Context: an optimization exercise on an open-source flow, tuned for small area, a short achievable clock period and few clock cycles per item. The choices shown serve that exercise and are no tape-out recipe. Function was checked by simulation only, so behaviour that the tests miss may differ from the original.

==> flow/design.v (outline; a module is shown in full before it is edited, if it fits) <==
// module fft64_twiddle: 43 lines
// module fft64_benc: 22 lines
// module fft64_cmul: 1912 lines
// module fft64: 416 lines
// module fft64_bfly: 139 lines
module fft64 (
    input  wire        clk,
    input  wire        rst,
    input  wire        in_valid,
    output wire        in_ready,
    input  wire [15:0] in_re,
    input  wire [15:0] in_im,
    input  wire [17:0] in_coef,
    output wire        out_valid,
    input  wire        out_ready,
    output wire [23:0] out_re,
    output wire [23:0] out_im,
    output wire [3:0]  out_exp,
    output wire        out_sat,
    output wire        out_last
);
  // ...
==> flow/flow/run.sh <==
#!/bin/bash
# The standard layout (standard.sh: standard synthesis, then ORFS to
# finish) with one change: repair_timing aims at a setup slack margin of
# 17.8 ns, i.e. at paths of about 6.2 ns, well inside the 24 ns clock. The
# constraints and the clock period are unchanged.
set -euo pipefail
cd "$(dirname "${BASH_SOURCE[0]}")/.."
bash standard.sh SETUP_SLACK_MARGIN=17.8 finish > flow_finish.log 2>&1
==> flow/standard.sh <==
#!/bin/bash
# synth_recipe.tcl (not shown) runs the flow's synth.tcl, then flattens the netlist and writes it again
# the make line also repeats each setting of config.mk as NAME=value (left out here)
make -C /OpenROAD-flow-scripts/flow DESIGN_CONFIG=/design/flow/config.mk WORK_HOME=/design/flow/orfs CLKGATE_MAP_FILE= SYNTH_SCRIPT=/design/flow/synth_recipe.tcl "${@:-finish}"
==> flow/config.mk <==
export PLATFORM = sky130hd
export DESIGN_NAME = fft64
export DESIGN_NICKNAME = fft64
export VERILOG_FILES = /design/flow/design.v
export SDC_FILE = /design/flow/constraint.sdc
export NUM_CORES = 8
export LEC_CHECK = 0
export ABC_CLOCK_PERIOD_IN_PS = 6000
export CAP_MARGIN = 20
export CORE_MARGIN = 2
export CORE_UTILIZATION = 60
export PLACE_DENSITY = 0.7
export SLEW_MARGIN = 20
==> flow/constraint.sdc <==
create_clock -name core_clock -period 24.0 [get_ports {clk}]
set_input_delay 4.8000 -clock core_clock [delete_from_list [all_inputs] [get_ports {clk}]]
set_output_delay 4.8000 -clock core_clock [all_outputs]
set_load 0.01 [all_outputs]
==> impl_results.md, run 1 <==
* FF-to-FF End: kreg[0]
* Critical Path Sink: out_valid
* Vias at 164000
* Overflow after GRT at 0
* First-pass GRT wire length at 1060 mm
* HPWL after DPL at 518 mm
* Hold path endpoint: ch2[487]
* Post-synth top area cell: dfxtp_1
* Synth top area share at 37.3%
* H-tree depth at 5
* Worst EP arrival at 1.51 ns
* Worst path required time at 19.20 ns
* Fill count at 26900
* Drt first pass iters at 17
* Clkbuf count at 523
* Synth area leaders: dfxtp_1 (37%), fa_1 (9.8%), xnor2_1 (4.8%)
* Status: complete, no violations
* Max layer used: met5
* Post-route ant nets at 0
* # diodes at 180
* Metal-1 WL at 292 mm
* Final core utilization at 66.1%
* Startpoint of the worst register-to-register path: u_bf0.p2_ib[20]
* Fin. Hold Viols at 0
* Largest family of logic cells by synthesized area: compound AO/OA/AOI/OAI gates
* Slew Limit Fails at 0
* Reg clk slew, reported paths at 0.06 ns
* Met1 track demand over resource at 54.9%
* Worst skew pair latency at 0.98 ns
Testbench counts, summed over its fixed seeds: cycles 9,768, frames 64.
==> run 2, diff against run 1 <==
==> flow/flow/run.sh (replaced) <==
#!/bin/bash
# The standard layout (standard.sh: standard synthesis, then ORFS to
# finish) with two changes: repair_timing aims at a setup slack margin of
# 17.8 ns, i.e. at paths of about 6.2 ns, well inside the 24 ns clock, and
# clock tree synthesis inserts no dummy loads. The constraints and the clock
# period are unchanged.
set -euo pipefail
cd "$(dirname "${BASH_SOURCE[0]}")/.."
bash standard.sh SETUP_SLACK_MARGIN=17.8 \
    "CTS_ARGS=-sink_clustering_enable -repair_clock_nets -dont_use_dummy_load" \
    finish > flow_finish.log 2>&1
==> run 2 against run 1 <==
Critical path type unchanged. Sequential cell count unchanged. Non-clock buffer count up 7. First-iteration DRC count down 0.51%. Critical path depth unchanged. Still clean on timing, DRC and antenna. Clock skew up 0.058 ns. Register-to-register slack worse by 0.06 ns. Global-route usage down 0.25 points. Cell count down 1.3%. Worst hold slack worse by 0.026 ns.
==> impl_results.md, run 2 <==
* IO Pins at 110
* Endpoints failing setup at 0
* Drt via density at 6.65
* Slew @ Worst Pin at 1.28 ns
* Top delay family on crit path: flip-flops
* Drt first pass iters at 13 (-4)
* DRC at 0
* Core ar. at 0.342 mm^2
* H-tree depth at 5 (unchanged)
* Sequential fraction of the synthesis area at 40.4%
* Area after DPL at 0.210 mm^2
* HPWL after DPL at 518 mm (unchanged)
* Placement Setup Slack at 16.19 ns
* Sum of buffers and inverters on the critical path at 1
* CP max FO at 2
* CTS Buf Count at 385
* Share of post-route cells with drive strength above 1 at 11.7%
* CTS root buf: clkbuf_16
* Post-synth top area cell: dfxtp_1
* Max-cap violations at 0
* Slew Limit Fails at 0 (unchanged)
* Critical Path, Cell by Cell: buf_6
* Avg Inst Size Synth at 10.1 um^2
* Clk sinks at 4047
* Placed Cells at 23800
* Initial core utilization at 60.2%
* Overflow after GRT at 0 (unchanged)
* Syn Inst Count at 20400
* Worst skew pair latency at 0.99 ns (about the same)
* Fmax at 158 MHz
* Period Utilization, post-route at 26.4%
* RSZ-0062 raised after global routing: yes
* Iter 0 DRT Violations at 23000
* Die H at 590 um
* Vias at 163000 (-0.70%)
* Most common cell after layout, fill and taps aside: dfxtp_1
* Synth area leaders: dfxtp_1 (37%), fa_1 (9.8%), xnor2_1 (4.8%)
* HP Class: flop to flop
* Number of flops mapped to enable cells by yosys at 212
* Fraction of registers with async set/reset at 0%
* Slew HR at 14.7%
* Startpoint types: flop
* Synth top area share at 37.3% (unchanged)
* First-pass GRT wire length at 1060 mm (-0.59%)
* Die X at 590 um
* Tot GR Track Use at 41.2%
* Routability cong. at 1.05
* Setup TNS at 0 ns
* Hold WS at 0.253 ns
* Maximum number of buffers from clock root to sink at 4
* Initial antenna violation count at 135
* Ys Warns at 3
* Count leader, synth: dfxtp_1
* Max stage delay on crit path at 0.50 ns
* CTS tree: done
* Worst Slack Setup Final at 17.65 ns
* Distinct cell type count after synthesis at 134
* Seq cells post-synth at 4047
* Most frequent cells in the layout: dfxtp_1 (3665), inv_1 (1620), xnor2_1 (1099), nor2_1 (1085), fa_1 (1006)
* Die ar. at 0.348 mm^2
* Number of global-route vias before repair at 153000
* Tmin final at 6.35 ns
* CP max-delay cell: dfxtp_4
* Worst EP arrival at 1.55 ns (+0.04 ns)
* IO buf count at 109
* Synth Net Count at 22200
* Final Skew at 0.139 ns
* Post-Syn Area at 0.206 mm^2
* Setup CP Type: flop to output pin
* Final instance area at 0.222 mm^2
* Area Growth Syn to Fin at 7.89%
* Post-route insts no fill at 24400
* # nets final at 21400
* Top FF cell, synth: dfxtp_1
* Post-route ant nets at 0 (unchanged)
* Row Count at 215
* Crit end category: output pin
* Fin. Hold Viols at 0 (unchanged)
* Post-synth top cells: dfxtp_1 (3835), inv_1 (1625), clkbuf_1 (1414)
* Worst path required time at 19.20 ns (about the same)
* Post-Route WL at 737 mm
* Final core utilization at 64.9% (-1.1 points)
* Largest net degree at the start of global routing at 137
* Reg clk slew, reported paths at 0.06 ns (about the same)
* Routed WL per cell at 30.2 um
* Status: complete, no violations
[run 2: cell types whose count changed in the layout (fill, tap and decap cells not counted), moves of 16 or more]
cell / previous run / this run
clkbuf_1: 69 / 0
bufinv_16: 37 / 0
clkbuf_8: 66 / 0
clkinv_2: 60 / 0
inv_6: 25 / 0
clkinv_16: 16 / 0
clkinvlp_4: 27 / 5
[run 2: final timing paths]
check	start	to	slack, ns	cells after the start
max	ov_p	out_valid	17.65	1
min	ch2[436]	ch2[484]	0.25	0
max reg2reg	u_bf1.p2_ib[8]	kreg[1]	17.80	20
min reg2reg	ch2[436]	ch2[484]	0.25	0
[run 2: kinds of logic after synthesis]
logic type               Yosys count  share of synthesized area [%]
buffers and inverters           3359                           6.15
flip-flops                      4047                           40.4
multiplexers                     984                           5.47
AO/OA/AOI/OAI                   4620                           16.9
XOR/XNOR                        1942                           8.28
adder cells (fa/ha/maj)         1674                           13.9
AND/OR/NAND/NOR                 3818                           8.96
[run 2: timing repair]
item,in CTS,in global routing
setup buffers,19,58
pin swaps,31,71
endpoints found under the setup margin,115,68
hold buffers,0,0
gates resized for setup,446,256
[run 2: layout make-up]
| class | instances | area [um^2] |
|---|---|---|
| Inverter | 1633 | 6150 |
| Fill cell | 27400 | 120000 |
| Timing Repair Buffer | 605 | 4750 |
| Multi-Input combinational cell | 13000 | 112000 |
| Tap cell | 4557 | 5700 |
| Sequential cell | 4047 | 83400 |
| Antenna cell | 172 | 430 |
| Clock buffer | 385 | 9630 |
[run 2: layer usage]
metal  global-route usage, %  vias up  share of wire [%]
li1                        -    69500                  -
met1                    54.6    79000                 40
met2                    55.7    11100                 39
met3                    16.9     2831                 14
met4                    24.5       86                7.5
met5                    1.22        -               0.16
==> module fft64, before the edit <==
module fft64 (
    input  wire        clk,
    input  wire        rst,
    input  wire        in_valid,
    output wire        in_ready,
    input  wire [15:0] in_re,
    input  wire [15:0] in_im,
    input  wire [17:0] in_coef,
    output wire        out_valid,
    input  wire        out_ready,
    output wire [23:0] out_re,
    output wire [23:0] out_im,
    output wire [3:0]  out_exp,
    output wire        out_sat,
    output wire        out_last
);
    localparam [2:0] P_IO = 3'd7;      
    reg rs;
    always @(posedge clk) rs <= rst;
    reg  [3:0] lbl;         
    reg  [2:0] pass;        
    reg  [2:0] ppass;       
    reg        have_old;    
    reg  [6:0] out_idx;     
    reg  [6:0] in_idx;      
    reg  [6:0] ins_idx;     
    reg        bv;          
    reg [15:0] b_re, b_im;
    reg [17:0] b_c;
    reg        in_rdy;      
    reg        in_rdy_p;    
    reg  [2:0] cnt;         
    reg        ov;          
    reg        ov_p;        
    reg [53:0] q0;          
    reg [53:0] qh;          
    reg [53:0] qb0, qb1, qb2;   
    reg  [1:0] qwp, qrp, qbn;   
    reg        cap_d1, cap_d2;  
    reg  [1:0] kreg;        
    reg  [1:0] facc;        
    reg  [3:0] ex;          
    reg  [3:0] ex_out;      
    reg        sacc;        
    reg        sfr;         
    reg        sat_out;     
    reg        en_c, en_t3, en_t2, en_t1, en_t0;    
    reg        kadd;        
    reg  [2:0] kpass;       
    reg [14*48-1:0] ch0, ch1, ch2, ch3;
    wire [47:0] hd0 = ch0[13*48 +: 48];
    wire [47:0] hd1 = ch1[13*48 +: 48];
    wire [47:0] hd2 = ch2[13*48 +: 48];
    wire [47:0] hd3 = ch3[13*48 +: 48];
    wire       io       = (pass == P_IO);
    wire       stage    = st_q;
    wire [1:0] cap_ch   = {out_idx[4], out_idx[5]};
    wire [1:0] ins_ch   = {ins_idx[4], ins_idx[5]};
    reg        cap, ins, last_ins;
    reg        st_q;                    
    reg        mrg0, mrg1;              
    reg        ug0, ug1;                
    reg  [4:0] twi;                     
    reg        st5;                     
    wire       in_fire  = in_valid & in_rdy;
    wire       pop      = ov & out_ready;
    wire       rot_end  = (lbl == 4'd15);
    reg  [2:0] pass_n;
    always @* begin
        pass_n = pass;
        if (rot_end) begin
            case (pass)
                P_IO:    pass_n = last_ins ? 3'd5 : P_IO;
                3'd1:    pass_n = P_IO;
                default: pass_n = pass - 3'd1;
            endcase
        end
    end
    wire [3:0] lbl_n      = lbl + 4'd1;
    wire [2:0] ppass_n    = rot_end ? pass : ppass;
    wire       new_out    = rot_end & (pass == 3'd1);
    wire       have_old_n = new_out | (have_old & ~(cap & (out_idx[5:0] == 6'd63)));
    wire [6:0] out_idx_n  = new_out ? 7'd0 : (out_idx + {6'd0, cap});
    wire [6:0] ins_idx_n  = last_ins ? 7'd0 : (ins_idx + {6'd0, ins});
    wire [6:0] in_idx_p   = in_idx + 7'd1;
    wire [6:0] in_idx_n   = last_ins ? 7'd0 : (in_fire ? in_idx_p : in_idx);
    wire       bvh        = bv & ~ins;
    wire       bv_n       = in_fire | bvh;
    wire       qwr        = cap_d2;      
    wire [2:0] cnt_n      = cnt + {2'b0, qwr} - {2'b0, pop};
    wire       io_n       = (pass_n == P_IO);
    wire [2:0] qbase      = cnt + {2'b0, qwr} + {2'b0, cap} + {2'b0, cap_d1};
    wire       qok0       = (qbase < 3'd4);            
    wire       qok1       = (qbase < 3'd5);            
    wire       capb       = io_n & have_old_n & ~out_idx_n[6] & (out_idx_n[3:0] == lbl_n);
    wire       freeb      = ~have_old_n | (out_idx_n > ins_idx_n);
    wire       eqoi       = (out_idx_n == ins_idx_n);
    wire       free0      = freeb | (capb & eqoi & qok0);
    wire       free1      = freeb | (capb & eqoi & qok1);
    wire       insb       = io_n & ~ins_idx_n[6] & (ins_idx_n[3:0] == lbl_n);
    wire       in6_0      = ~last_ins & in_idx[6];
    wire       in6_1      = ~last_ins & in_idx_p[6];
    wire       ins_00     = insb & bvh & free0;
    wire       ins_01     = insb & bvh & free1;
    wire       ins_10     = insb & free0;
    wire       ins_11     = insb & free1;
    wire       rdy_00     = (~bvh | ins_00) & ~in6_0;
    wire       rdy_01     = (~bvh | ins_01) & ~in6_0;
    wire       rdy_10     = ins_10 & ~in6_1;
    wire       rdy_11     = ins_11 & ~in6_1;
    wire       cap_nx     = capb & (pop ? qok1 : qok0);
    wire       ins_nx     = in_fire ? (pop ? ins_11 : ins_10) : (pop ? ins_01 : ins_00);
    wire       in_rdy_n   = in_fire ? (pop ? rdy_11 : rdy_10) : (pop ? rdy_01 : rdy_00);
    wire       lst63      = (ins_idx_n[5:0] == 6'd63);
    wire       stage_n    = ~(pass_n[2] & pass_n[1]);
    reg  [4:0] twi_n;
    always @* begin
        case (pass_n)
            3'd5:    twi_n = {1'b0, lbl_n};
            3'd4:    twi_n = {lbl_n, 1'b0};
            3'd3:    twi_n = {lbl_n[2:0], 2'b0};
            3'd2:    twi_n = {lbl_n[1:0], 3'b0};
            3'd1:    twi_n = {lbl_n[0], 4'b0};
            default: twi_n = 5'd0;
        endcase
    end
    wire [3:0] lab1_n = lbl_n - 4'd3;
    wire [3:0] lab2_n = lbl_n - 4'd4;
    wire [3:0] lab8_n = lbl_n - 4'd10;
    wire [2:0] pas1_n = (lbl_n >= 4'd3)  ? pass_n : ppass_n;
    wire [2:0] pas2_n = (lbl_n >= 4'd4)  ? pass_n : ppass_n;
    wire [2:0] pas8_n = (lbl_n >= 4'd10) ? pass_n : ppass_n;
    always @(posedge clk) begin
        if (rs) begin
            lbl      <= 4'd15;
            pass     <= P_IO;
            ppass    <= P_IO;
            have_old <= 1'b0;
            out_idx  <= 7'd0;
            in_idx   <= 7'd0;
            ins_idx  <= 7'd0;
            bv       <= 1'b0;
            in_rdy   <= ~rst;
            in_rdy_p <= ~rst;
            cnt      <= 3'd0;
            en_c     <= 1'b0;
            en_t3    <= 1'b0;
            en_t2    <= 1'b0;
            en_t1    <= 1'b0;
            en_t0    <= 1'b0;
            cap      <= 1'b0;
            ins      <= 1'b0;
            last_ins <= 1'b0;
            st_q     <= 1'b0;
            mrg0     <= 1'b0;
            mrg1     <= 1'b0;
            ug0      <= 1'b0;
            ug1      <= 1'b0;
            twi      <= 5'd0;
            st5      <= 1'b0;
        end else begin
            cap      <= cap_nx;
            ins      <= ins_nx;
            last_ins <= ins_nx & lst63;
            st_q     <= stage_n;
            mrg0     <= capb & (out_idx_n[5:4] == 2'd0) & (pop ? qok1 : qok0);
            mrg1     <= capb & (out_idx_n[5:4] == 2'd1) & (pop ? qok1 : qok0);
            ug0      <= stage_n | (capb & (out_idx_n[5:4] == 2'd0) & (pop ? qok1 : qok0));
            ug1      <= stage_n | (capb & (out_idx_n[5:4] == 2'd1) & (pop ? qok1 : qok0));
            twi      <= twi_n;
            st5      <= (pass_n == 3'd5);
            lbl      <= lbl_n;
            pass     <= pass_n;
            ppass    <= ppass_n;
            have_old <= have_old_n;
            out_idx  <= out_idx_n;
            in_idx   <= in_idx_n;
            ins_idx  <= ins_idx_n;
            bv       <= bv_n;
            in_rdy   <= in_rdy_n;
            in_rdy_p <= in_rdy_n & ~rst;
            cnt      <= cnt_n;
            en_c     <= (pas1_n == 3'd5) | (pas1_n == 3'd1);
            en_t3    <= ((pas1_n == 3'd4) | (pas1_n == 3'd2)) & lab1_n[3];
            en_t2    <= (pas1_n == 3'd3) & lab1_n[2];
            en_t1    <= (pas8_n == 3'd2) & lab8_n[1];
            en_t0    <= (pas2_n == 3'd1) & lab2_n[0];
        end
    end
    always @(posedge clk) begin
        if (in_fire) begin
            b_re <= in_re;
            b_im <= in_im;
            b_c  <= in_coef;
        end
    end
    wire [49:0] d0, d1;             
    reg  [49:0] cap_d;
    always @* begin
        case (out_idx[5:4])
            2'd0:    cap_d = d0;
            2'd1:    cap_d = d1;
            2'd2:    cap_d = {hd1[47], hd1[47:24], hd1[23], hd1[23:0]};
            default: cap_d = {hd3[47], hd3[47:24], hd3[23], hd3[23:0]};
        endcase
    end
    reg  [49:0] cd1, cd2;
    reg         cm1, cm2, cl1, cl2;
    always @(posedge clk) begin
        if (rs) begin
            cap_d1 <= 1'b0;
            cap_d2 <= 1'b0;
        end else begin
            cap_d1 <= cap;
            cap_d2 <= cap_d1;
        end
        cd1 <= cap_d;
        cd2 <= cd1;
        cm1 <= ~out_idx[5];
        cm2 <= cm1;
        cl1 <= (out_idx[5:0] == 6'd63);
        cl2 <= cl1;
    end
    function automatic [23:0] rnd_k(input [24:0] v, input [1:0] k);
        reg [24:0] vh, vi;
        begin
            vh = {v[24], v[24:1]};
            vi = vh + 25'd1;
            rnd_k = ({24{k == 2'd0}} & v[23:0]) | ({24{k == 2'd1}} & (v[0] ? vi[23:0] : vh[23:0])) |
                    ({24{k[1]}} & vi[24:1]);
        end
    endfunction
    wire [1:0]  kc  = cm2 ? kreg : 2'd0;
    wire [3:0]  ex_now = (kadd & (kpass == 3'd1)) ? (ex + {2'b00, kreg}) : ex_out;
    wire [53:0] qin = {rnd_k(cd2[49:25], kc), rnd_k(cd2[24:0], kc), ex_now, sat_out, cl2};
    wire q0_load = pop | ~ov;
    reg [53:0] qnext;
    always @* begin
        case (qrp)
            2'd0:    qnext = qb0;
            2'd1:    qnext = qb1;
            default: qnext = qb2;
        endcase
        if (qbn == 2'd0) qnext = qin;
    end
    always @(posedge clk) begin
        if (rs) q0 <= 54'd0;
        else    q0 <= q0_load ? qnext : qh;
        if (q0_load) qh <= qnext;
    end
    always @(posedge clk) begin
        if (qwr & (qwp == 2'd0)) qb0 <= qin;
        if (qwr & (qwp == 2'd1)) qb1 <= qin;
        if (qwr & (qwp == 2'd2)) qb2 <= qin;
    end
    always @(posedge clk) begin
        if (rs) begin
            ov  <= 1'b0;
            ov_p <= 1'b0;
            qwp <= 2'd0;
            qrp <= 2'd0;
            qbn <= 2'd0;
        end else begin
            if (q0_load) begin
                if (qbn != 2'd0) begin
                    ov  <= 1'b1;
                    ov_p <= 1'b1;
                    qrp <= (qrp == 2'd2) ? 2'd0 : qrp + 2'd1;
                end else begin
                    ov <= qwr;
                    ov_p <= qwr;
                end
            end
            if (qwr & ~(q0_load & (qbn == 2'd0)))
                qwp <= (qwp == 2'd2) ? 2'd0 : qwp + 2'd1;
            if (rst) ov_p <= 1'b0;
            qbn <= qbn + {1'b0, qwr & ~(q0_load & (qbn == 2'd0))} - {1'b0, q0_load & (qbn != 2'd0)};
        end
    end
    assign in_ready  = in_rdy_p;
    assign out_valid = ov_p;
    assign out_re    = q0[53:30];
    assign out_im    = q0[29:6];
    assign out_exp   = q0[5:2];
    assign out_sat   = q0[1];
    assign out_last  = q0[0];
    wire [47:0] o0, o1, o2, o3;     
    wire [1:0]  fl0, fl1;           
    wire        ws0, ws1;           
    wire        last3;
    wire [2:0]  lpass3;
    wire last1 = (stage & rot_end) | last_ins;
    reg        last2_r, last3_r;
    reg  [2:0] lp2_r, lp3_r;
    always @(posedge clk) begin
        if (rs) begin
            last2_r <= 1'b0;
            last3_r <= 1'b0;
        end else begin
            last2_r <= last1;
            last3_r <= last2_r;
        end
        lp2_r <= pass;
        lp3_r <= lp2_r;
    end
    assign last3  = last3_r;
    assign lpass3 = lp3_r;
    wire signed [17:0] rom_re, rom_im;
    fft64_twiddle u_tw (.idx(twi), .tw_re(rom_re), .tw_im(rom_im));
    wire signed [17:0] ya = ins ? {{2{b_re[15]}}, b_re} : rom_re;
    wire signed [17:0] yb = ins ? {{2{b_im[15]}}, b_im} : rom_im;
    wire [5:0] a_s1, a_s2, a_s3, a_s4, a_ng, b_s1, b_s2, b_s3, b_s4, b_ng;
    wire [5:0] c_s1, c_s2, c_s3, c_s4, c_ng;
    fft64_benc u_ea (.y(ya), .s1(a_s1), .s2(a_s2), .s3(a_s3), .s4(a_s4), .neg(a_ng));
    fft64_benc u_eb (.y(yb), .s1(b_s1), .s2(b_s2), .s3(b_s3), .s4(b_s4), .neg(b_ng));
    fft64_benc u_ec (.y(-18'sd65536), .s1(c_s1), .s2(c_s2), .s3(c_s3), .s4(c_s4), .neg(c_ng));
    wire [29:0] dA  = {a_s1, a_s2, a_s3, a_s4, a_ng};
    wire [29:0] dB  = {b_s1, b_s2, b_s3, b_s4, b_ng};
    wire [29:0] dnA = {a_s1, a_s2, a_s3, a_s4, (a_s1 | a_s2 | a_s3 | a_s4) & ~a_ng};
    wire [29:0] dC  = {c_s1, c_s2, c_s3, c_s4, c_ng};
    wire byp0 = ~stage & ~(ins & ~ins_ch[1]);
    wire byp1 = ~stage & ~(ins & ins_ch[1]);
    wire [29:0] yr0 = byp0 ? dC : dA;
    wire [29:0] yi0 = byp0 ? 30'd0 : dB;
    wire [29:0] yr1 = byp1 ? dC : (st5 ? dB : dA);
    wire [29:0] yi1 = byp1 ? 30'd0 : (st5 ? dnA : dB);
    fft64_bfly u_bf0 (
        .clk(clk), .rst(rs), .a(hd0), .b(hd1), .yr(yr0), .yi(yi0),
        .stage(stage), .mrg(mrg0), .ug(ug0),
        .win(ins & ~ins_ch[1]), .winp(ins & ~ins_ch[1] & ~ins_ch[0]),
        .s_c(b_c), .kreg(kreg),
        .op(o0), .oq(o1), .d(d0), .fl(fl0), .wsat(ws0)
    );
    fft64_bfly u_bf1 (
        .clk(clk), .rst(rs), .a(hd2), .b(hd3), .yr(yr1), .yi(yi1),
        .stage(stage), .mrg(mrg1), .ug(ug1),
        .win(ins & ins_ch[1]), .winp(ins & ins_ch[1] & ~ins_ch[0]),
        .s_c(b_c), .kreg(kreg),
        .op(o2), .oq(o3), .d(d1), .fl(fl1), .wsat(ws1)
    );
    wire [1:0] fl_all = facc | fl0 | fl1;
    wire [1:0] knew   = fl_all[1] ? 2'd2 : (fl_all[0] ? 2'd1 : 2'd0);
    always @(posedge clk) begin
        if (rs) begin
            kreg    <= 2'd0;
            facc    <= 2'd0;
            sacc    <= 1'b0;
            sfr     <= 1'b0;
            sat_out <= 1'b0;
        end else if (last3) begin
            kreg <= knew;
            facc <= 2'd0;
            case (lpass3)
                P_IO: begin
                    sfr  <= sacc | ws0 | ws1;
                    sacc <= 1'b0;
                end
                3'd1: sat_out <= sfr;
                default: ;
            endcase
        end else begin
            facc <= fl_all;
            sacc <= sacc | ws0 | ws1;
        end
    end
    always @(posedge clk) begin
        if (rs) begin
            kadd <= 1'b0;
        end else begin
            kadd <= last3 & (lpass3 != 3'd0);
        end
        kpass <= lpass3;
        if (rs) begin
            ex     <= 4'd0;
            ex_out <= 4'd0;
        end else if (kadd) begin
            if (kpass == P_IO)      ex     <= {2'b00, kreg};
            else if (kpass == 3'd1) ex_out <= ex + {2'b00, kreg};
            else                    ex     <= ex + {2'b00, kreg};
        end
    end
    always @(posedge clk) begin
        ch0 <= {ch0[0 +: 13*48], o0};
        ch1 <= {ch1[0 +: 13*48], o1};
        ch2 <= {ch2[0 +: 13*48], o2};
        ch3 <= {ch3[0 +: 13*48], o3};
        if (en_c) begin
            ch1[48*(1) +: 48] <= ch2[48*(0) +: 48];
            ch2[48*(1) +: 48] <= ch1[48*(0) +: 48];
        end
        if (en_t3) begin
            ch0[48*(1) +: 48] <= ch1[48*(8) +: 48];
            ch1[48*(9) +: 48] <= ch0[48*(0) +: 48];
            ch2[48*(1) +: 48] <= ch3[48*(8) +: 48];
            ch3[48*(9) +: 48] <= ch2[48*(0) +: 48];
        end
        if (en_t2) begin
            ch0[48*(1) +: 48] <= ch1[48*(4) +: 48];
            ch1[48*(5) +: 48] <= ch0[48*(0) +: 48];
            ch2[48*(1) +: 48] <= ch3[48*(4) +: 48];
            ch3[48*(5) +: 48] <= ch2[48*(0) +: 48];
        end
        if (en_t1) begin
            ch0[48*(8) +: 48]  <= ch1[48*(9) +: 48];
            ch1[48*(10) +: 48] <= ch0[48*(7) +: 48];
            ch2[48*(8) +: 48]  <= ch3[48*(9) +: 48];
            ch3[48*(10) +: 48] <= ch2[48*(7) +: 48];
        end
        if (en_t0) begin
            ch0[48*(2) +: 48] <= ch1[48*(2) +: 48];
            ch1[48*(3) +: 48] <= ch0[48*(1) +: 48];
            ch2[48*(2) +: 48] <= ch3[48*(2) +: 48];
            ch3[48*(3) +: 48] <= ch2[48*(1) +: 48];
        end
    end
endmodule
==> run 3, diff against run 2 <==
--- a/flow/design.v
+++ b/flow/design.v
@@ -2235,3 +2235,2 @@
             ov  <= 1'b0;
-            ov_p <= 1'b0;
             qwp <= 2'd0;
@@ -2243,3 +2242,2 @@
                     ov  <= 1'b1;
-                    ov_p <= 1'b1;
                     qrp <= (qrp == 2'd2) ? 2'd0 : qrp + 2'd1;
@@ -2247,3 +2245,2 @@
                     ov <= qwr;
-                    ov_p <= qwr;
                 end
@@ -2252,3 +2249,2 @@
                 qwp <= (qwp == 2'd2) ? 2'd0 : qwp + 2'd1;
-            if (rst) ov_p <= 1'b0;
             qbn <= qbn + {1'b0, qwr & ~(q0_load & (qbn == 2'd0))} - {1'b0, q0_load & (qbn != 2'd0)};
@@ -2257,2 +2253,4 @@
     assign in_ready  = in_rdy_p;
+    wire ov_n = ~rs & (q0_load ? ((qbn != 2'd0) | qwr) : ov);
+    always @(posedge clk) ov_p <= ov_n & ~rst;
     assign out_valid = ov_p;
==> run 3 against run 2 <==
Still clean on timing, DRC and antenna. Global-route usage rose by 0.45 points. Sequential cell count did not move. Routed wire length rose by 0.99%. Worst hold slack got worse by 0.0094 ns. Via count rose by 0.63%. Fmax fell by 0.46%. Critical path type unchanged. Largest cell class unchanged.
==> impl_results.md, run 3 <==
* Status: complete, no violations
* Die ar. at 0.349 mm^2 (+0.43%)
* CP max-delay cell: dfxtp_4
* Fraction of registers with async set/reset at 0% (unchanged)
* Synth top area share at 37.1% (-0.16 points)
* Sum of buffers and inverters on the critical path at 1 (unchanged)
* Slew HR at 5.49% (-9.2 points)
* Drt first pass iters at 15 (+2)
* Maximum number of buffers from clock root to sink at 4 (unchanged)
* Tot GR Track Use at 41.6% (+0.45 points)
* Initial antenna violation count at 156 (+16%)
* Final instance area at 0.224 mm^2 (+1.0%)
* Area Growth Syn to Fin at 8.53%
* Initial core utilization at 60.3% (+0.12 points)
* Core ar. at 0.343 mm^2 (+0.24%)
* Synth Net Count at 22300 (+0.70%)
* CTS Buf Count at 384 (-0.26%)
* Routed WL per cell at 30.2 um (+0.23%)
* Die H at 591 um (+0.21%)
* Overflow after GRT at 0 (unchanged)
* Critical Path, Cell by Cell: buf_6
* WHS Path Cells at 0 (unchanged)
* Fill count at 27100 (-1.2%)
* Post-synthesis compound-gate area fraction at 16.6% (-0.28 points)
* Clk sinks at 4047 (unchanged)
* Worst skew pair latency at 0.97 ns (-0.02 ns)
* Worst EP arrival at 1.58 ns (+0.03 ns)
* Ys Warns at 3 (unchanged)
* Seq cells post-synth at 4047 (unchanged)
* CP max FO at 1 (-1)
* Period Utilization, post-route at 26.6% (+0.12 points)
* Post-synthesis xor/xnor area fraction at 8.24% (-0.040 points)
* Setup TNS at 0 ns (unchanged)
* Startpoint types: flop
* Reg clk slew, reported paths at 0.06 ns (about the same)
* Most common cell after layout, fill and taps aside: dfxtp_1
* Top delay family on crit path: flip-flops
* Avg Inst Size Synth at 10.0 um^2 (-0.33%)
* Largest net degree at the start of global routing at 92 (-33%)
* Sequential fraction of the synthesis area at 40.2% (-0.17 points)
* Multi-input logic area at 0.114 mm^2 (+1.4%)
* Row Count at 215 (unchanged)
* Share of post-route cells with drive strength above 1 at 12.3% (+0.62 points)
* H-tree depth at 5 (unchanged)
* HPWL after DPL at 515 mm (-0.59%)
* Slew Limit Fails at 0 (unchanged)
* Adder-cell share of the synthesized area at 13.8% (-0.059 points)
* Top FF cell, synth: dfxtp_1
* Post-synth top area cell: dfxtp_1
* RSZ-0062 raised after global routing: yes
* Area after DPL at 0.211 mm^2 (+0.52%)
* IO buf count at 109 (unchanged)
* Worst path required time at 19.20 ns (about the same)
* Crit end category: output pin
* Syn Inst Count at 20600 (+0.76%)
* Post-route ant nets at 0 (unchanged)
* # nets final at 21600 (+0.92%)
* Tmin final at 6.38 ns (+0.0292 ns)
* Crit. path cell count at 1 (unchanged)
* Max stage delay on crit path at 0.49 ns (about the same)
* DRC at 0 (unchanged)
* Post-synth top cells: dfxtp_1 (3835), inv_1 (1608), clkbuf_1 (1490)
* Routability cong. at 1.02 (-2.9%)
* Max-cap violations at 0 (unchanged)
* Number of global-route vias before repair at 156000 (+1.9%)
* Post-Synth Simple-Gate Area at 9.25% (+0.29 points)
* Vias at 164000 (+0.63%)
* IO Pins at 110 (unchanged)
* Setup CP Type: flop to output pin
* First-pass GRT wire length at 1070 mm (+1.4%)
* CTS root buf: clkbuf_16
* Number of flops mapped to enable cells by yosys at 212 (unchanged)
* Largest family of logic cells by synthesized area: compound AO/OA/AOI/OAI gates
* Reg2reg path depth at 20 (unchanged)
* HP Class: flop to flop
* Iter 0 DRT Violations at 22900 (-0.51%)
* Endpoints failing setup at 0 (unchanged)
* Count leader, synth: dfxtp_1
* Distinct cell type count after synthesis at 114 (-15%)
* Fin. Hold Viols at 0 (unchanged)
* Post-synthesis mux area share at 5.74% (+0.27 points)
* Die X at 591 um (+0.21%)
* Slew @ Worst Pin at 1.42 ns (+0.138 ns)
* CTS tree: done
* Register Area at 0.0835 mm^2 (about the same)
* Synth area leaders: dfxtp_1 (37%), fa_1 (9.8%), xnor2_1 (4.7%)
* Post-Syn Area at 0.207 mm^2 (+0.43%)
* Drt via density at 6.64 (-0.12%)
* Final Skew at 0.115 ns (-0.0231 ns)
* Most frequent cells in the layout: dfxtp_1 (3648), inv_1 (1603), xnor2_1 (1067), nor2_1 (1048), fa_1 (1004)
* Fmax at 157 MHz (-0.46%)
* Post-Route WL at 744 mm (+0.99%)
[run 3: kinds of logic (layout without fill, tap and decap cells)]
group / after synthesis / in the layout
adders and majority gates: 1674 / 1674
and+or+nand+nor: 3922 / 3923
other: 0 / 159
DFF: 4047 / 4047
buffers and inverters: 3379 / 2685
AOI/OAI and AO/OA: 4592 / 4592
xor gates and xnor gates: 1943 / 1943
muxes: 1042 / 1042
[run 3: layout make-up]
class | count | area share (%)
clock buffers | 384 | 4.28
multi-input cells | 13200 | 50.6
diodes | 159 | 0.177
flip-flops and latches | 4047 | 37.2
repair buffers | 686 | 2.45
well taps | 4557 | 2.54
inverters | 1615 | 2.71
[run 3: final timing paths]
kind,startpoint,to,slack [ns]
worst min register to register,ch2[183],ch2[231],0.24
worst max register to register,u_bf1.p2_ib[8],kreg[0],17.85
worst min-delay path,ch2[183],ch2[231],0.24
worst max-delay path,in_rdy_p,in_ready,17.62
[run 3: timing repair]
action                                  in CTS  in global routing
resized for setup                          593                240
endpoints found under the setup margin     157                 85
buffers inserted                            60                 74
hold buffers                                 0                  0
pin swaps                                   54                114
cloned                                       1                  1
[run 3: per-layer routing]
metal	global-route usage, %	part of all wire [%]	vias up
li1	-	-	70300
met1	53.0	38	78800
met3	13.9	13	3184
met4	31.7	9.4	48
met5	0.555	0.064	-
met2	58.2	40	11300
[run 3: stage by stage]
| stage | instances | hold WS, ns | utilization, % | setup slack [ns] |
|---|---|---|---|---|
| 2_1_floorplan | 20600 | 0.310 | - | 17.78 |
| 3_3_place_gp | 23900 | 0.309 | 61.5 | 15.53 |
| 3_5_place_dp | 23900 | 0.312 | 61.5 | 15.42 |
| 4_1_cts | 24400 | 0.231 | 64.9 | 17.59 |
| 5_1_grt | 24600 | 0.249 | 65.4 | 17.65 |
| 6_report | 24600 | 0.244 | 65.4 | 17.62 |
Testbench counts of run 3, summed over its fixed seeds: cycles 9,768, frames 64.
==> run 4, diff against run 3 <==
==> flow/flow/run.sh (replaced) <==
#!/bin/bash
# The standard layout (standard.sh: standard synthesis, then ORFS to
# finish) with two changes: repair_timing aims at a setup slack margin of
# 17.6 ns, i.e. at paths of about 6.4 ns, well inside the 24 ns clock, and
# clock tree synthesis inserts no dummy loads. The constraints and the clock
# period are unchanged.
set -euo pipefail
cd "$(dirname "${BASH_SOURCE[0]}")/.."
bash standard.sh SETUP_SLACK_MARGIN=17.6 \
    "CTS_ARGS=-sink_clustering_enable -repair_clock_nets -dont_use_dummy_load" \
    finish > flow_finish.log 2>&1
==> run 4 against run 3 <==
Still clean on timing, DRC and antenna. Critical path type is now flop to flop. Fmax is 0.73% lower. Critical path depth is 17 higher. Sequential share of layout area is 0.18 points higher. Die area stayed put. Cell count is 0.46% lower. Highest routed layer unchanged. Global-route usage hardly changed.
==> impl_results.md, run 4 <==
* Status: complete, no violations
* Metal-1 WL at 282 mm (about the same)
* Initial antenna violation count at 135 (-13%)
* Fin. Hold Viols at 0 (unchanged)
* IO Pins at 110 (unchanged)
* CTS hold repair buffers at 0 (unchanged)
* Worst path required time at 24.80 ns (+5.60 ns)
* Post-route ant nets at 0 (unchanged)
* Routed WL per cell at 30.4 um (+0.56%)
* Tmin final at 6.42 ns (+0.0470 ns)
* Endpoints failing setup at 0 (unchanged)
* # nets final at 21600 (-0.30%)
* Largest net degree at the start of global routing at 113 (+23%)
* Reg clk slew, reported paths at 0.07 ns (about the same)
* Die X at 591 um (unchanged)
* Slew Limit Fails at 0 (unchanged)
* Drt via density at 6.68 (+0.52%)
* Slew @ Worst Pin at 1.31 ns (-0.103 ns)
* CTS Buf Count at 381 (-0.78%)
* Most frequent cells in the layout: dfxtp_1 (3664), inv_1 (1604), xnor2_1 (1072), nor2_1 (1051), fa_1 (1005)
* Crit end category: flop
* Post-synth top cells: dfxtp_1 (3835), inv_1 (1608), clkbuf_1 (1490)
* Max-cap violations at 0 (unchanged)
* Die ar. at 0.349 mm^2 (unchanged)
* Synth Net Count at 22300 (unchanged)
* Distinct cell type count after synthesis at 114 (unchanged)
* Avg Inst Size Synth at 10.0 um^2 (unchanged)
* Post-synth top area cell: dfxtp_1
* Maximum number of buffers from clock root to sink at 4 (unchanged)
* Area after DPL at 0.211 mm^2 (about the same)
* Vias at 164000 (+0.054%)
* Period Utilization, post-route at 26.8% (+0.20 points)
* RSZ-0062 raised after global routing: yes
* Number of global-route vias before repair at 156000 (-0.035%)
* Drt first pass iters at 15 (unchanged)
* Count leader, synth: dfxtp_1
* Core ar. at 0.343 mm^2 (unchanged)
* Synth top area share at 37.1% (unchanged)
* Most common cell after layout, fill and taps aside: dfxtp_1
* CTS root buf: clkbuf_16
* Worst EP arrival at 7.22 ns (+5.64 ns)
* Iter 0 DRT Violations at 23800 (+4.2%)
* Clk sinks at 4047 (unchanged)
* Seq cells post-synth at 4047 (unchanged)
* Post-Syn Area at 0.207 mm^2 (unchanged)
* Routability cong. at 1.01 (-0.74%)
* H-tree depth at 5 (unchanged)
* Sequential fraction of the synthesis area at 40.2% (unchanged)
* Max layer used: met5
* Initial core utilization at 60.3% (unchanged)
* Share of post-route cells with drive strength above 1 at 11.4% (-0.92 points)
* Ys Warns at 3 (unchanged)
* Met2 wire length at 298 mm (-0.11%)
* HP Class: flop to flop
* CTS tree: done
* Setup CP Type: flop to flop
* Startpoint types: flop
* Top FF cell, synth: dfxtp_1
* Fmax at 156 MHz (-0.73%)
* Worst skew pair latency at 1.00 ns (+0.03 ns)
* Syn Inst Count at 20600 (unchanged)
* Slew HR at 12.3% (+6.8 points)
* HPWL after DPL at 514 mm (-0.14%)
* CP max FO at 16 (+15)
* Overflow after GRT at 0 (unchanged)
* Area Growth Syn to Fin at 7.98%
* Row Count at 215 (unchanged)
* Final instance area at 0.223 mm^2 (-0.51%)
* Final Skew at 0.168 ns (+0.0529 ns)
* Synth area leaders: dfxtp_1 (37%), fa_1 (9.8%), xnor2_1 (4.7%)
* Post-Route WL at 745 mm (+0.10%)
* IO buf count at 109 (unchanged)
* First-pass GRT wire length at 1070 mm (about the same)
* Number of flops mapped to enable cells by yosys at 212 (unchanged)
* Die H at 591 um (unchanged)
* Tot GR Track Use at 41.6% (about the same)
* Flop2flop setup slack at 17.58 ns (-0.27 ns)
* DRC at 0 (unchanged)
* Setup TNS at 0 ns (unchanged)
* Fraction of registers with async set/reset at 0% (unchanged)
* Met3 Routed Length at 94.5 mm (+1.4%)
-- run 4: cell counts after synthesis --
No cell type changed its count.
-- run 4: area by class of cell --
type / instances / area [um^2]
clock buffers: 381 / 9530
fillers: 27500 / 120000
repair buffers: 625 / 5030
multi-input cells: 13200 / 113000
flip-flops and latches: 4047 / 83400
well taps: 4557 / 5700
diodes: 110 / 275
repair inverters: 1 / 8.76
inverters: 1615 / 6100
-- run 4: through the flow --
stage | util [%] | hold WS (ns) | instances | worst slack (ns)
after floorplan | - | 0.310 | 20600 | 17.64
after global placement | 61.4 | 0.309 | 23900 | 15.44
after detailed placement | 61.4 | 0.312 | 23900 | 15.35
after CTS | 64.5 | 0.208 | 24300 | 17.39
after global routing | 65.1 | 0.240 | 24500 | 17.45
final | 65.1 | 0.223 | 24500 | 17.58
-- run 4: per-layer routing --
layer	track usage [%]	up-vias
met5	0.541	-
met4	30.1	60
met3	14.2	3331
met2	58.7	11500
met1	53.0	78700
li1	-	70100
-- run 4: worst max-delay path: stages, from the launching register on --
cell	delay, ns
dfxtp_1	0.31
ha_1	0.30
a21o_1	0.19
fa_1	0.41
a211oi_1	0.28
o21ai_1	0.22
and3_1	0.24
o31ai_1	0.27
nand3_1	0.34
or4_4	0.73
nor4_4	0.38
xnor2_1	0.14
a221oi_2	0.41
o2111ai_1	0.21
nand4b_1	0.25
o211ai_1	0.75
a32o_2	0.40
and4bb_4	0.26
o41ai_2	0.19
-- run 4: worst paths after layout --
kind,start,endpoint,cells after the start
max reg2reg,u_bf1.p2_ib[8],kreg[0],18
min,ch0[416],ch0[464],0
min reg2reg,ch0[416],ch0[464],0
max,u_bf1.p2_ib[8],kreg[0],18
-- run 4: kinds of logic (layout without fill, tap and decap cells) --
kind of cell | count (synthesis) | after routing | share of synthesized area (%)
compound gates | 4592 | 4592 | 16.6
flops | 4047 | 4047 | 40.2
simple gates | 3922 | 3922 | 9.25
buf+inv | 3379 | 2622 | 6.15
xor+xnor | 1943 | 1943 | 8.24
fa+ha+maj | 1674 | 1674 | 13.8
mux | 1042 | 1042 | 5.74
other cells | 0 | 110 | 0
-- run 4: what timing repair did --
action	in CTS	in global routing
pin swaps	30	85
endpoints found under the setup margin	119	45
cloned	0	3
buffers inserted	23	64
resized for setup	348	218
==> run 5, diff against run 4 <==
==> flow/flow/run.sh (replaced) <==
#!/bin/bash
# The standard layout (standard.sh: standard synthesis, then ORFS to
# finish) with two changes: repair_timing aims at a setup slack margin of
# 18.0 ns, i.e. at paths of about 6.0 ns, well inside the 24 ns clock, and
# clock tree synthesis inserts no dummy loads. The constraints and the clock
# period are unchanged.
set -euo pipefail
cd "$(dirname "${BASH_SOURCE[0]}")/.."
bash standard.sh SETUP_SLACK_MARGIN=18.0 \
    "CTS_ARGS=-sink_clustering_enable -repair_clock_nets -dont_use_dummy_load" \
    finish > flow_finish.log 2>&1
==> run 5 against run 4 <==
Cell area increased by 0.84%. Utilization increased by 0.55 points. Die area unchanged. Worst hold slack got worse by 0.0062 ns. Sequential cell count unchanged. Synthesized area unchanged. Cell count increased by 0.28%. Still clean. Clock skew decreased by 0.043 ns. Clock-buffer cell count increased by 2. Via count increased by 0.59%.
==> impl_results.md, run 5 <==
* Status: complete, no violations
* HPWL after DPL at 511 mm (-0.54%)
* CTS hold repair buffers at 0 (unchanged)
* Tot GR Track Use at 41.9% (+0.26 points)
* CTS tree: done
* Worst EP arrival at 1.53 ns (-5.69 ns)
* Fin. Hold Viols at 0 (unchanged)
* Initial antenna violation count at 124 (-8.1%)
* Sum of buffers and inverters on the critical path at 1 (+1)
* Drt via density at 6.70 (+0.31%)
* Flop2flop setup slack at 17.78 ns (+0.20 ns)
* Iter 0 DRT Violations at 23500 (-1.4%)
* Distinct cell type count after synthesis at 114 (unchanged)
* Die H at 591 um (unchanged)
* Sequential fraction of the synthesis area at 40.2% (unchanged)
* Share of post-route cells with drive strength above 1 at 12.8% (+1.4 points)
* First-pass GRT wire length at 1080 mm (+0.42%)
* Count leader, synth: dfxtp_1
* IO Pins at 110 (unchanged)
* Final Skew at 0.125 ns (-0.0435 ns)
* Worst path required time at 19.20 ns (-5.60 ns)
* Period Utilization, post-route at 26.4% (-0.38 points)
* Worst Slack Setup Final at 17.67 ns (+0.0912 ns)
* Critical Path, Cell by Cell: buf_6
* Post-synth top cells: dfxtp_1 (3835), inv_1 (1608), clkbuf_1 (1490)
* Clk sinks at 4047 (unchanged)
* Die X at 591 um (unchanged)
* Post-synth top area cell: dfxtp_1
* Final core utilization at 65.6% (+0.55 points)
* Most common cell after layout, fill and taps aside: dfxtp_1
* Placement Setup Slack at 16.00 ns (+0.652 ns)
* CP max-delay cell: dfxtp_4
* Overflow after GRT at 0 (unchanged)
* IO buf count at 109 (unchanged)
* Number of global-route vias before repair at 157000 (+0.90%)
* Reg2reg path depth at 20 (+2)
* Synth Net Count at 22300 (unchanged)
* Endpoints failing setup at 0 (unchanged)
* Fmax at 158 MHz (+1.4%)
* Top FF cell, synth: dfxtp_1
* Setup CP Type: flop to output pin
* Post-Syn Area at 0.207 mm^2 (unchanged)
* Routability cong. at 1.02 (+1.1%)
* Core ar. at 0.343 mm^2 (unchanged)
* CTS Buf Count at 383 (+0.52%)
* Slew Limit Fails at 0 (unchanged)
* Max-cap violations at 0 (unchanged)
* Drt first pass iters at 13 (-2)
* Slew HR at 13.3% (+0.95 points)
* Tmin final at 6.33 ns (-0.0912 ns)
* Reg clk slew, reported paths at 0.06 ns (about the same)
* Initial core utilization at 60.3% (unchanged)
* Slew @ Worst Pin at 1.30 ns (-0.0143 ns)
* RSZ-0062 raised after global routing: yes
* H-tree depth at 5 (unchanged)
* Ys Warns at 3 (unchanged)
* Post-Route WL at 752 mm (+0.92%)
* Fraction of registers with async set/reset at 0% (unchanged)
* CTS root buf: clkbuf_16
* Area Growth Syn to Fin at 8.89%
* Crit end category: output pin
* Largest net degree at the start of global routing at 102 (-9.7%)
* Seq cells post-synth at 4047 (unchanged)
* WHS Path Cells at 0 (unchanged)
* Most frequent cells in the layout: dfxtp_1 (3634), inv_1 (1601), xnor2_1 (1063), nor2_1 (1044), fa_1 (1004)
* Fill count at 27100 (-1.3%)
* Syn Inst Count at 20600 (unchanged)
* DRC at 0 (unchanged)
* Worst skew pair latency at 0.98 ns (-0.02 ns)
* Vias at 165000 (+0.59%)
* Routed WL per cell at 30.6 um (+0.64%)
* # nets final at 21700 (+0.38%)
* Startpoint types: flop
* Top delay family on crit path: flip-flops
* HP Class: flop to flop
* Number of flops mapped to enable cells by yosys at 212 (unchanged)
* Synth area leaders: dfxtp_1 (37%), fa_1 (9.8%), xnor2_1 (4.7%)
* Post-route ant nets at 0 (unchanged)
* Max stage delay on crit path at 0.45 ns (-0.30 ns)
* CP max FO at 1 (-15)
* Crit. path cell count at 1 (-17)
* Synth top area share at 37.1% (unchanged)
* Row Count at 215 (unchanged)
* Maximum number of buffers from clock root to sink at 4 (unchanged)
* Avg Inst Size Synth at 10.0 um^2 (unchanged)
* Die ar. at 0.349 mm^2 (unchanged)
* Setup TNS at 0 ns (unchanged)
[run 5: worst paths after layout]
check,startpoint,end
worst max-delay path,in_rdy_p,in_ready
worst min-delay path,ch1[268],ch1[316]
worst max register to register,u_bf0.p2_ib[8],kreg[0]
worst min register to register,ch1[268],ch1[316]
[run 5: area by class of cell]
class                           count  area (um^2)  share of cell area, %
Timing Repair Buffer              703         5940                   2.64
Tap cell                         4557         5700                   2.53
Sequential cell                  4047        83500                   37.1
Inverter                         1615         6090                   2.70
Timing Repair inverter              1         8.76                0.00389
Antenna cell                       96          240                  0.107
Clock buffer                      383         9580                   4.26
Multi-Input combinational cell  13200       114000                   50.7
[run 5: kinds of logic after synthesis]
logic type | share of synthesized area [%]
flops | 40.2
mux | 5.74
xor+xnor | 8.24
fa+ha+maj | 13.8
compound gates | 16.6
buf+inv | 6.15
simple gates | 9.25
[run 5: timing repair]
item,in CTS,in global routing
endpoints found under the setup margin,165,107
buffers inserted,83,73
gates cloned,4,5
pin swaps,84,150
gates resized for setup,677,293
[run 5: stage by stage]
stage | std cells | hold slack [ns] | cell area [um^2]
final | 24600 | 0.217 | 225000
after global routing | 24500 | 0.221 | 225000
after CTS | 24400 | 0.214 | 223000
after detailed placement | 23900 | 0.312 | 211000
after global placement | 23900 | 0.309 | 211000
after floorplan | 20600 | 0.310 | 207000
[run 5: layer usage]
metal | global-route usage, % | share of wire [%] | up-vias
li1 | - | - | 70200
met1 | 52.2 | 37 | 79200
met2 | 58.8 | 40 | 11600
met3 | 15.5 | 13 | 3628
met4 | 31.6 | 9.7 | 74
met5 | 1.11 | 0.12 | -
==> run 6, diff against run 5 <==
==> flow/flow/run.sh (replaced) <==
#!/bin/bash
# The standard layout (standard.sh: standard synthesis, then ORFS to
# finish) with two changes: repair_timing aims at a setup slack margin of
# 17.8 ns, i.e. at paths of about 6.2 ns, well inside the 24 ns clock, and
# clock tree synthesis inserts no dummy loads and clusters up to 25 sinks per leaf buffer. The constraints and the clock
# period are unchanged.
set -euo pipefail
cd "$(dirname "${BASH_SOURCE[0]}")/.."
bash standard.sh SETUP_SLACK_MARGIN=17.8 \
    "CTS_ARGS=-sink_clustering_enable -repair_clock_nets -dont_use_dummy_load -sink_clustering_size 25" \
    finish > flow_finish.log 2>&1
==> run 6 against run 5 <==
Highest routed layer unchanged. Still clean on timing, DRC and antenna. Critical endpoint unchanged. Fmax shrank 0.71%. Worst hold slack better by 0.032 ns.
==> impl_results.md, run 6 <==
* Status: complete, no violations
* Clk sinks at 4047 (unchanged)
* Ys Warns at 3 (unchanged)
* Post-Syn Area at 0.207 mm^2 (unchanged)
* WHS Path Cells at 0 (unchanged)
* Die ar. at 0.349 mm^2 (unchanged)
* Number of global-route vias before repair at 156000 (-0.97%)
* CP max FO at 1 (unchanged)
* Period Utilization, post-route at 26.6% (+0.19 points)
* CTS tree: done
* Sum of buffers and inverters on the critical path at 1 (unchanged)
* Worst EP arrival at 1.58 ns (+0.05 ns)
* # nets final at 21700 (+0.014%)
* FF-to-FF End: u_bf1.x31_im[24]
* Number of flops mapped to enable cells by yosys at 212 (unchanged)
* Area Growth Syn to Fin at 8.72%
* Post-route ant nets at 0 (unchanged)
* Final Skew at 0.114 ns (-0.0108 ns)
* Sequential fraction of the synthesis area at 40.2% (unchanged)
* CTS hold repair buffers at 0 (unchanged)
* DRC at 0 (unchanged)
* Startpoint of the worst register-to-register path: ug1
* Fmax at 157 MHz (-0.71%)
* Seq cells post-synth at 4047 (unchanged)
* Hold path endpoint: ch2[231]
* Top delay family on crit path: flip-flops
* Post-synth top cells: dfxtp_1 (3835), inv_1 (1608), clkbuf_1 (1490)
* First-pass GRT wire length at 1070 mm (-0.35%)
* Fin. Hold Viols at 0 (unchanged)
* Largest net degree at the start of global routing at 92 (-9.8%)
* Worst path required time at 19.20 ns (about the same)
* Iter 0 DRT Violations at 23400 (-0.63%)
* Slew HR at 11.8% (-1.5 points)
* Critical Path, Cell by Cell: buf_6
* Final core utilization at 65.5% (-0.099 points)
* Startpoint types: flop
* Post-route insts no fill at 24600 (+0.26%)
* Fraction of registers with async set/reset at 0% (unchanged)
* Avg Inst Size Synth at 10.0 um^2 (unchanged)
* Syn Inst Count at 20600 (unchanged)
* Tot GR Track Use at 41.7% (-0.18 points)
* Routed WL per cell at 30.2 um (-1.3%)
* IO Pins at 110 (unchanged)
* Setup CP Type: flop to output pin
* Reg2reg path depth at 24 (+20%)
* Die X at 591 um (unchanged)
* Most common cell after layout, fill and taps aside: dfxtp_1
* HP Class: flop to flop
* Endpoints failing setup at 0 (unchanged)
* Synth area leaders: dfxtp_1 (37%), fa_1 (9.8%), xnor2_1 (4.7%)
* Setup TNS at 0 ns (unchanged)
* CTS Buf Count at 384 (+0.26%)
* Overflow after GRT at 0 (unchanged)
* Post-synth top area cell: dfxtp_1
* Distinct cell type count after synthesis at 114 (unchanged)
* Slew @ Worst Pin at 1.32 ns (+0.0222 ns)
* IO buf count at 109 (unchanged)
* HPWL after DPL at 515 mm (+0.68%)
* Max stage delay on crit path at 0.49 ns (+0.04 ns)
* RSZ-0062 raised after global routing: yes
* Die H at 591 um (unchanged)
* H-tree depth at 5 (unchanged)
* Most frequent cells in the layout: dfxtp_1 (3645), inv_1 (1602), xnor2_1 (1067), nor2_1 (1043), fa_1 (1003)
* CP max-delay cell: dfxtp_4
* Tmin final at 6.38 ns (+0.0454 ns)
* Reg clk slew, reported paths at 0.06 ns (about the same)
* Flop2flop setup slack at 17.81 ns (+0.03 ns)
* Initial core utilization at 60.3% (unchanged)
* Worst skew pair latency at 0.97 ns (about the same)
* Routability cong. at 1.02 (-0.33%)
* Maximum number of buffers from clock root to sink at 4 (unchanged)
* Crit end category: output pin
* Core ar. at 0.343 mm^2 (unchanged)
* CTS root buf: clkbuf_16
* Synth Net Count at 22300 (unchanged)
* Count leader, synth: dfxtp_1
* Placed Cells at 23900 (+0.042%)
* Vias at 164000 (-0.67%)
* Worst hold start: ch2[183]
* Share of post-route cells with drive strength above 1 at 12.6% (-0.22 points)
* Drt via density at 6.64 (-0.94%)
* Row Count at 215 (unchanged)
* Initial antenna violation count at 154 (+24%)
* Slew Limit Fails at 0 (unchanged)
* Drt first pass iters at 14 (+1)
* Synth top area share at 37.1% (unchanged)
* Top FF cell, synth: dfxtp_1
* Post-Route WL at 744 mm (-1.0%)
* Max-cap violations at 0 (unchanged)
-- run 6: cell type report --
cell class              count  area (um^2)
repair buffers            707         5710
fillers                 27100       118000
inverters                1615         6090
multi-input cells       13200       114000
clock buffers             384         9610
flip-flops and latches   4047        83500
diodes                    158          395
well taps                4557         5700
-- run 6: what timing repair did --
action | CTS | global route
setup endpoints to repair | 157 | 86
pin swaps | 56 | 137
setup buffers | 60 | 95
gates cloned | 1 | 1
gates resized for setup | 592 | 286
-- run 6: cells by family (layout without fill, tap and decap cells) --
kind of cell	count (synthesis)	after routing	share of synthesized area (%)
DFF	4047	4047	40.2
AOI/OAI and AO/OA	4592	4592	16.6
other	0	158	0
muxes	1042	1042	5.74
and+or+nand+nor	3922	3923	9.25
adders and majority gates	1674	1674	13.8
buffers and inverters	3379	2706	6.15
xor gates and xnor gates	1943	1943	8.24
-- run 6: worst max path at each step --
| stage | from | endpoint | slack [ns] | depth (start not counted) |
|---|---|---|---|---|
| floorplan | out_ready | qbn[1] | 17.78 | 10 |
| global placement | u_bf0.p2_rb[8] | kreg[0] | 15.53 | 23 |
| detailed placement | u_bf1.p2_rb[8] | kreg[1] | 15.42 | 24 |
| CTS | in_rdy_p | in_ready | 17.59 | 1 |
| global route | in_rdy_p | in_ready | 17.65 | 1 |
| finish | in_rdy_p | in_ready | 17.62 | 1 |
-- run 6: per-layer routing --
metal / vias to the layer above / routed length, um / track usage (%)
li1: 70300 / - / -
met5: - / 533 / 0.703
met3: 3171 / 93100 / 14.0
met4: 48 / 69100 / 31.4
met1: 78800 / 282000 / 53.1
met2: 11200 / 299000 / 58.4
-- run 6: through the flow --
stage               hold slack, ns  cell area [um^2]  setup WS [ns]
floorplan                    0.310            207000          17.78
global placement             0.309            211000          15.53
detailed placement           0.312            211000          15.42
CTS                          0.247            222000          17.59
global route                 0.268            225000          17.65
finish                       0.249            225000          17.62

re-timing with driven ports:
Ports are ideal in the flow. The routed layouts listed here were re-timed in OpenROAD. Step 1, drivers: a clkbuf_16 drives clk and a buf_2 each remaining input, both assumed. Step 2, shift: input delay + t, output delay - t, t = (earliest + latest rising clock arrival at the registers) / 2. This alone moves slack from input paths to output paths. Three values: ideal ports, drivers, drivers and shift; two values: the first two.
run | t (ns) | setup WS [ns] | worst setup path at the end
run 1 | 1.066 | 17.693 / 17.573 / 17.120 | input to register
run 2 | 1.034 | 17.654 / 17.538 / 17.123 | input to register
run 3 | 1.024 | 17.625 / 17.510 / 17.068 | input to register
run 4 | 1.040 | 17.578 / 17.535 / 16.761 | input to register
run 5 | 1.029 | 17.669 / 17.550 / 17.326 | input to register
run 6 | 1.024 | 17.623 / 17.510 / 17.065 | input to register
After both steps every run listed still meets setup and hold. For run 4, which loses most, drivers alone change the setup slack by -0.043 ns; drivers and shift together by -0.817 ns.
